Context: an optimization exercise on an open-source flow, tuned for small area. The choices shown serve that exercise and are no tape-out recipe. Only simulation tests tie the RTL to the original design; equivalence was not proved. The flow treats the clock pin as an ideal source. Dropping or thinning the clock tree relies on that and would not hold on a real chip. Power is estimated from default activity; no workload was simulated.

==> exp/yarrow: inputs <==
==> flow/design.v <==
module vgx_rxcheck (
    input             clk,
    input             rst,           
    input             rx_valid,      
    input      [2:0]  rx_kind,       
    input      [7:0]  rx_data,       
    output reg        v_valid,       
    output     [2:0]  v_code,        
    output     [7:0]  v_type,
    output            v_src,
    output            v_pos,
    output     [7:0]  v_prod,
    output     [7:0]  v_dst,
    output     [4:0]  v_ring,
    output     [9:0]  v_slot,
    output     [15:0] v_epoch,
    output     [31:0] v_seq,
    output     [15:0] v_len,
    output            v_loop,
    output     [6:0]  v_hops,
    output     [31:0] v_crc          
);
    localparam [2:0] V_GOOD = 3'd0, V_RBERR = 3'd1, V_TYPE = 3'd2, V_CRC = 3'd3, V_EFRAME = 3'd4;
    reg        in_frame;
    reg        v_ef;             
    reg [2:0]  s;                
    reg [15:0] c;                
    reg [31:0] crc;              
    reg        rberr;            
    reg        hbad;             
    reg        crcbad;           
    reg [2:0]  h_type;
    reg [1:0]  h_b1;
    reg [7:0]  h_prod;
    reg [6:0]  h_dst;
    reg [7:0]  h_b4;
    reg [4:0]  h_ring;
    reg [1:0]  h_slot_hi;
    reg [15:0] h_epoch;
    reg [31:0] h_seq;
    reg [15:0] h_len;
    reg [7:0]  h_b14;
    function [31:0] crc_tab(input [7:0] d);
        integer i;
        reg [31:0] x;
        begin
            x = {24'd0, d};
            for (i = 0; i < 8; i = i + 1)
                x = x[0] ? ((x >> 1) ^ 32'hEDB8_8320) : (x >> 1);
            crc_tab = x;
        end
    endfunction
    wire is_data  = rx_valid && rx_kind == 3'd0;
    wire is_start = rx_valid && rx_kind == 3'd1;
    wire is_end   = rx_valid && rx_kind != 3'd0;
    wire hdr  = s == 3'd0;
    wire pay  = s == 3'd1;
    wire eq   = c == h_len;
    wire fcsb = (pay && eq) || s == 3'd2 || s == 3'd3 || s == 3'd4;
    wire s_inc = (hdr && c[3:0] == 4'd15) || (pay && eq) || (s >= 3'd2 && s <= 3'd5);
    wire [7:0]  x   = crc[7:0] ^ rx_data;
    wire [31:0] tg  = crc_tab(fcsb ? 8'd0 : x);
    wire [31:0] crc_next = {fcsb ? rx_data : tg[31:24], crc[31:8] ^ tg[23:0]};
    wire [7:0] d = rx_data;
    wire bad0 = d[7:3] != 5'd0 || d[2:0] == 3'd0;
    wire bad1 = d[7:2] != 6'd0;
    wire bad3 = d[7] || (d[6] && (d[5:2] != 4'd0 || d[1:0] == 2'd3));
    wire bad5 = d[2];
    wire [3:0]  c_lo_inc = c[3:0] + 4'd1;
    wire        c_cy     = c[3:0] == 4'd15 && !hdr;
    wire [11:0] c_hi_inc = c[15:4] + {11'd0, c_cy};
    always @(posedge clk) begin
        if (rst) begin
            in_frame <= 1'b0;
            v_valid  <= 1'b0;
        end else begin
            v_valid  <= in_frame && is_end;
            if (is_start)
                in_frame <= 1'b1;
            else if (is_end)
                in_frame <= 1'b0;
        end
        v_ef <= rx_kind != 3'd2;
        if (is_start) begin
            s   <= 3'd0;
            c   <= 16'd0;
            crc <= 32'hFFFF_FFFF;
        end else if (is_data) begin
            if (s_inc)
                s <= s + 3'd1;
            c <= {c_hi_inc, c_lo_inc};
            if (!(hdr && c[3:1] == 3'b111))
                crc <= crc_next;
            if (fcsb)
                crcbad <= (crcbad && !pay) || x != 8'hFF;
            if (hdr)
                case (c[3:0])
                    4'd0:  begin h_type <= d[2:0]; hbad <= bad0; end
                    4'd1:  begin h_b1 <= d[1:0]; hbad <= hbad || bad1; end
                    4'd2:  h_prod <= d;
                    4'd3:  begin h_dst <= d[6:0]; hbad <= hbad || bad3; end
                    4'd4:  h_b4 <= d;
                    4'd5:  begin h_ring <= d[7:3]; h_slot_hi <= d[1:0]; hbad <= hbad || bad5; end
                    4'd6:  h_epoch[7:0]  <= d;
                    4'd7:  h_epoch[15:8] <= d;
                    4'd8:  h_seq[7:0]    <= d;
                    4'd9:  h_seq[15:8]   <= d;
                    4'd10: h_seq[23:16]  <= d;
                    4'd11: h_seq[31:24]  <= d;
                    4'd12: h_len[7:0]    <= d;
                    4'd13: h_len[15:8]   <= d;
                    4'd14: h_b14 <= d;
                    default: rberr <= d != ~h_b14;
                endcase
        end
    end
    wire [9:0] h_slot = {h_slot_hi, h_b4};
    reg len_ok;
    always @(*) begin
        case (h_type)
            3'd1, 3'd2: len_ok = h_len != 16'd0 && (h_len[15:9] == 7'd0 || h_len == 16'd512);
            3'd3:       len_ok = h_len[15:3] != 13'd0 && (h_len[15:9] == 7'd0 || h_len == 16'd512);
            3'd4:       len_ok = h_len == 16'd32;
            3'd5, 3'd7: len_ok = h_len == 16'd16;
            3'd6:       len_ok = h_len[15:3] != 13'd0 && (!h_len[15] || h_len[14:0] == 15'd0);
            default:    len_ok = 1'b0;
        endcase
    end
    wire end_bad = !len_ok
                || (h_b1[1] && h_b1[0])
                || (!h_b1[1] && h_prod != 8'd0)
                || (h_type != 3'd1 && h_type != 3'd2 && h_slot != 10'd0);
    assign v_code = v_ef                          ? V_EFRAME :
                    hdr                           ? V_TYPE :
                    rberr                         ? V_RBERR :
                    (hbad || end_bad || s != 3'd5) ? V_TYPE :
                    crcbad                        ? V_CRC : V_GOOD;
    assign v_type  = {5'd0, h_type};
    assign v_src   = h_b1[1];
    assign v_pos   = h_b1[0];
    assign v_prod  = h_prod;
    assign v_dst   = {1'b0, h_dst};
    assign v_ring  = h_ring;
    assign v_slot  = h_slot;
    assign v_epoch = h_epoch;
    assign v_seq   = h_seq;
    assign v_len   = h_len;
    assign v_loop  = h_b14[7];
    assign v_hops  = h_b14[6:0];
    assign v_crc   = crc;
endmodule
==> flow/flow/run.sh <==
#!/bin/bash
# The standard layout (standard.sh) with these changes:
#  - synthesis maps the logic with an area-oriented ABC script (flow/area.abc)
#    instead of ORFS's speed script; everything else in the synthesis,
#    including the flip-flop mapping, is the standard flow's own synth_recipe.tcl;
#  - every port gets a buffer as usual, but of the smallest buffer cell;
#  - the clock tree is built by flow/manual_cts.tcl: the clock port drives
#    one root buffer, which drives a few large leaf buffers, each at the
#    centre of an equal share of the flip-flops.
# Each tool's output goes to the ORFS logs under orfs/logs; make's to standard.log.
set -euo pipefail
here=$(pwd)
{
  cat <<TCL
# Area-oriented mapping: swap the script of ORFS's combinational ABC call.
proc abc {args} {
  set i [lsearch -exact \$args -script]
  if {\$i >= 0 && [string match *abc_speed.script [lindex \$args [expr {\$i+1}]]]} {
    lset args [expr {\$i+1}] $here/flow/area.abc
  }
  yosys abc {*}\$args
}
TCL
  cat synth_recipe.tcl
} > my_synth.tcl
sed "s#SYNTH_SCRIPT=[^ ]*#SYNTH_SCRIPT=$here/my_synth.tcl#" standard.sh > my_standard.sh
export REMOVE_ABC_BUFFERS=1
export BUFFER_PORTS_ARGS="-buffer_cell sky130_fd_sc_hd__buf_1"
export PRE_CTS_TCL=$here/flow/manual_cts.tcl
export MCTS_NLEAF=${MCTS_NLEAF:-7}
export MCTS_LEAF=sky130_fd_sc_hd__buf_12
export MCTS_ROOT=sky130_fd_sc_hd__clkbuf_2
bash my_standard.sh > standard.log 2>&1
==> flow/flow/area.abc <==
&get -n
&st
&dc2
&put
&get -n
&st
&dch -f
&nf -a -p -R 1000
&put
mfs3 -ae
&get -n
&st
&dch -f
&nf -a -p -R 1000
&put
mfs3 -ae
&get -n
&st
&dch -f
&nf -a -p -R 1000
&put
mfs3 -ae
==> flow/flow/manual_cts.tcl <==
proc mcts_split {items n} {
  # items: list of {x y iterm}; returns n groups of about equal size
  if {$n <= 1} { return [list $items] }
  set xs [lmap it $items {lindex $it 0}]
  set ys [lmap it $items {lindex $it 1}]
  set dx [expr {[tcl::mathfunc::max {*}$xs] - [tcl::mathfunc::min {*}$xs]}]
  set dy [expr {[tcl::mathfunc::max {*}$ys] - [tcl::mathfunc::min {*}$ys]}]
  set k [expr {$dx >= $dy ? 0 : 1}]
  set sorted [lsort -integer -index $k $items]
  set n1 [expr {$n / 2}]
  set cut [expr {int(round(double([llength $items]) * $n1 / $n))}]
  return [concat [mcts_split [lrange $sorted 0 [expr {$cut-1}]] $n1] \
                 [mcts_split [lrange $sorted $cut end] [expr {$n - $n1}]]]
}

proc manual_clock_tree {nleaf leafcell {rootcell {}}} {
  set db [ord::get_db]
  set block [ord::get_db_block]
  set clknet [[$block findBTerm clk] getNet]
  $clknet setSigType CLOCK
  set items {}
  foreach it [$clknet getITerms] {
    set inst [$it getInst]
    set bb [$inst getBBox]
    lappend items [list [expr {([$bb xMin]+[$bb xMax])/2}] [expr {([$bb yMin]+[$bb yMax])/2}] $it]
  }
  set master [$db findMaster $leafcell]
  set drv $clknet
  if {$rootcell ne {}} {
    set rm [$db findMaster $rootcell]
    set sx 0; set sy 0
    foreach g $items { incr sx [lindex $g 0]; incr sy [lindex $g 1] }
    set root [odb::dbInst_create $block $rm "clkbuf_root"]
    set drv [odb::dbNet_create $block "clknet_root"]
    $drv setSigType CLOCK
    [$root findITerm A] connect $clknet
    [$root findITerm X] connect $drv
    $root setLocation [expr {$sx / [llength $items] - [$rm getWidth]/2}] [expr {$sy / [llength $items]}]
    $root setPlacementStatus PLACED
  }
  set i 0
  foreach grp [mcts_split $items $nleaf] {
    set sx 0; set sy 0
    foreach g $grp { incr sx [lindex $g 0]; incr sy [lindex $g 1] }
    set cx [expr {$sx / [llength $grp]}]; set cy [expr {$sy / [llength $grp]}]
    set buf [odb::dbInst_create $block $master "clkbuf_leaf_$i"]
    set net [odb::dbNet_create $block "clknet_leaf_$i"]
    $net setSigType CLOCK
    foreach g $grp { set it [lindex $g 2]; $it disconnect; $it connect $net }
    [$buf findITerm A] connect $drv
    [$buf findITerm X] connect $net
    $buf setLocation [expr {$cx - [$master getWidth]/2}] $cy
    $buf setPlacementStatus PLACED
    puts "manual_clock_tree: $leafcell clkbuf_leaf_$i drives [llength $grp] flip-flops at ($cx, $cy)"
    incr i
  }
  set_propagated_clock [all_clocks]
}

# ORFS's cts.tcl calls clock_tree_synthesis; build the tree above instead.
proc clock_tree_synthesis {args} {
  manual_clock_tree $::env(MCTS_NLEAF) $::env(MCTS_LEAF) $::env(MCTS_ROOT)
}
==> flow/standard.sh <==
#!/bin/bash
# synth_recipe.tcl (not shown) runs the flow's synth.tcl, then flattens the netlist and writes it again
# the make line also repeats each setting of config.mk as NAME=value (left out here)
make -C /OpenROAD-flow-scripts/flow DESIGN_CONFIG=/design/flow/config.mk WORK_HOME=/design/flow/orfs CLKGATE_MAP_FILE= SYNTH_SCRIPT=/design/flow/synth_recipe.tcl "${@:-finish}"
==> flow/config.mk <==
export PLATFORM = sky130hd
export DESIGN_NAME = vgx_rxcheck
export DESIGN_NICKNAME = vgx_rxcheck
export VERILOG_FILES = /design/flow/design.v
export SDC_FILE = /design/flow/constraint.sdc
export NUM_CORES = 4
export LEC_CHECK = 0
export CAP_MARGIN = 0
export CORE_MARGIN = 2
export CORE_UTILIZATION = 70
export GPL_TIMING_DRIVEN = 0
export PLACE_DENSITY = 0.75
export SLEW_MARGIN = 0
==> flow/constraint.sdc <==
create_clock -name core_clock -period 5.0 [get_ports {clk}]
set_input_delay 1.0000 -clock core_clock [delete_from_list [all_inputs] [get_ports {clk}]]
set_output_delay 1.0000 -clock core_clock [all_outputs]
set_load 0.01 [all_outputs]
==> exp/delta: changes against exp/yarrow <==
==> flow/run.sh (new file) <==
#!/bin/bash
# synth_recipe.tcl (not shown) runs the flow's synth.tcl, then flattens the netlist and writes it again
# the make line also repeats each setting of config.mk as NAME=value (left out here)
make -C /OpenROAD-flow-scripts/flow DESIGN_CONFIG=/design/flow/config.mk WORK_HOME=/design/flow/orfs CLKGATE_MAP_FILE= SYNTH_SCRIPT=/design/flow/synth_recipe.tcl finish
Settings changed: CAP_MARGIN 0 to 20, CORE_UTILIZATION 70 to 40, GPL_TIMING_DRIVEN 0 to not set, PLACE_DENSITY 0.75 to not set, SLEW_MARGIN 0 to 20.
removed: flow/flow/run.sh
removed: flow/flow/area.abc
removed: flow/flow/manual_cts.tcl
removed: flow/standard.sh
==> exp/ember: changes against exp/yarrow <==
--- a/flow/flow/run.sh
+++ b/flow/flow/run.sh
@@ -26,6 +26,5 @@
 sed "s#SYNTH_SCRIPT=[^ ]*#SYNTH_SCRIPT=$here/my_synth.tcl#" standard.sh > my_standard.sh
-export REMOVE_ABC_BUFFERS=1
 export BUFFER_PORTS_ARGS="-buffer_cell sky130_fd_sc_hd__buf_1"
 export PRE_CTS_TCL=$here/flow/manual_cts.tcl
-export MCTS_NLEAF=${MCTS_NLEAF:-7}
+export MCTS_NLEAF=${MCTS_NLEAF:-6}
 export MCTS_LEAF=sky130_fd_sc_hd__buf_12
==> flow/flow/area.abc (replaced) <==
&get -n
&st
&dch -f
&nf -a -p -R 1000
&put
Settings changed: GPL_TIMING_DRIVEN 0 to not set.
==> run notes <==
Run status: exp/delta finished clean; exp/yarrow finished clean; exp/ember finished clean
Placed Cells: exp/delta 975; exp/yarrow 839; exp/ember 859
Final WL: exp/delta 19400 um; exp/yarrow 15400 um; exp/ember 16600 um
Hold Crit Endpoint: exp/delta v_valid$_SDFF_PP0_; exp/yarrow v_ef$_DFF_P_; exp/ember v_valid$_SDFF_PP0_
Sequential share of the synthesized area: exp/delta 60.3%; exp/yarrow 65.0%; exp/ember 63.8%
Via count: exp/delta 5179; exp/yarrow 5079; exp/ember 5210
Die W: exp/delta 139 um; exp/yarrow 102 um; exp/ember 103 um
Maximum fanout along the worst path: exp/delta 3; exp/yarrow 4; exp/ember 4
Internal Power: exp/delta 3.24 mW; exp/yarrow 2.66 mW; exp/ember 2.87 mW
Met2 GRT Util: exp/delta 34.0%; exp/yarrow 49.2%; exp/ember 53.6%
Final worst hold slack: exp/delta 0.441 ns; exp/yarrow 0.497 ns; exp/ember 0.491 ns
Inverters, non-clock: exp/delta 9; exp/yarrow 18; exp/ember 14
Xor and xnor fraction of the mapped netlist area: exp/delta 13.6%; exp/yarrow 9.61%; exp/ember 11.3%
NumNets Final: exp/delta 790; exp/yarrow 745; exp/ember 760
Wire length on met2: exp/delta 9710 um; exp/yarrow 7640 um; exp/ember 8430 um
Reg-to-reg slack, setup: exp/delta 2.35 ns; exp/yarrow 0.51 ns; exp/ember 1.04 ns
Area of the mapped netlist: exp/delta 7270 sq um; exp/yarrow 6750 sq um; exp/ember 6870 sq um
Period utilization: exp/delta 79.9%; exp/yarrow 94.9%; exp/ember 93.8%
R2R depth: exp/delta 8; exp/yarrow 13; exp/ember 13
Pleak: exp/delta 3.34 nW; exp/yarrow 2.49 nW; exp/ember 2.54 nW
F_max: exp/delta 250 MHz; exp/yarrow 211 MHz; exp/ember 213 MHz
Die Span Y: exp/delta 139 um; exp/yarrow 102 um; exp/ember 103 um
Met3 routed wirelength: exp/delta 790 um; exp/yarrow 1260 um; exp/ember 1490 um
Post-Synthesis Cells: exp/delta 605; exp/yarrow 549; exp/ember 560
First-pass GRT wire length: exp/delta 30100 um; exp/yarrow 23800 um; exp/ember 24900 um
The clock cells of exp/yarrow and exp/ember come from the design's own scripts or RTL, not from TritonCTS.

static timing again, ports no longer ideal:
The results above use ideal ports. As a check the final layouts listed here were re-extracted and re-timed, cells and wires unchanged.
Step 1: set_driving_cell puts a clkbuf_16 on clk and a buf_2 on each other input, an assumption about the parent block.
Step 2 moves the port delays by t, midway between the first and last clock arrival at a register: inputs arrive t later, outputs are due t later. That takes back most of the time a late clock gives input paths.
Three values: ideal, step 1, step 2; two values: the first two.
run	shift t [ns]	setup WS [ns]	hold WS [ns]
exp/yarrow	0.716	0.256 / 0.224 / 0.507	0.497 / 0.485 / 0.499
exp/delta	0.474	1.005 / 0.959 / 1.284	0.441 / 0.441 / 0.441
exp/ember	0.665	0.308 / 0.276 / 0.941	0.491 / 0.491 / 0.491
After both steps every run listed still meets setup and hold.
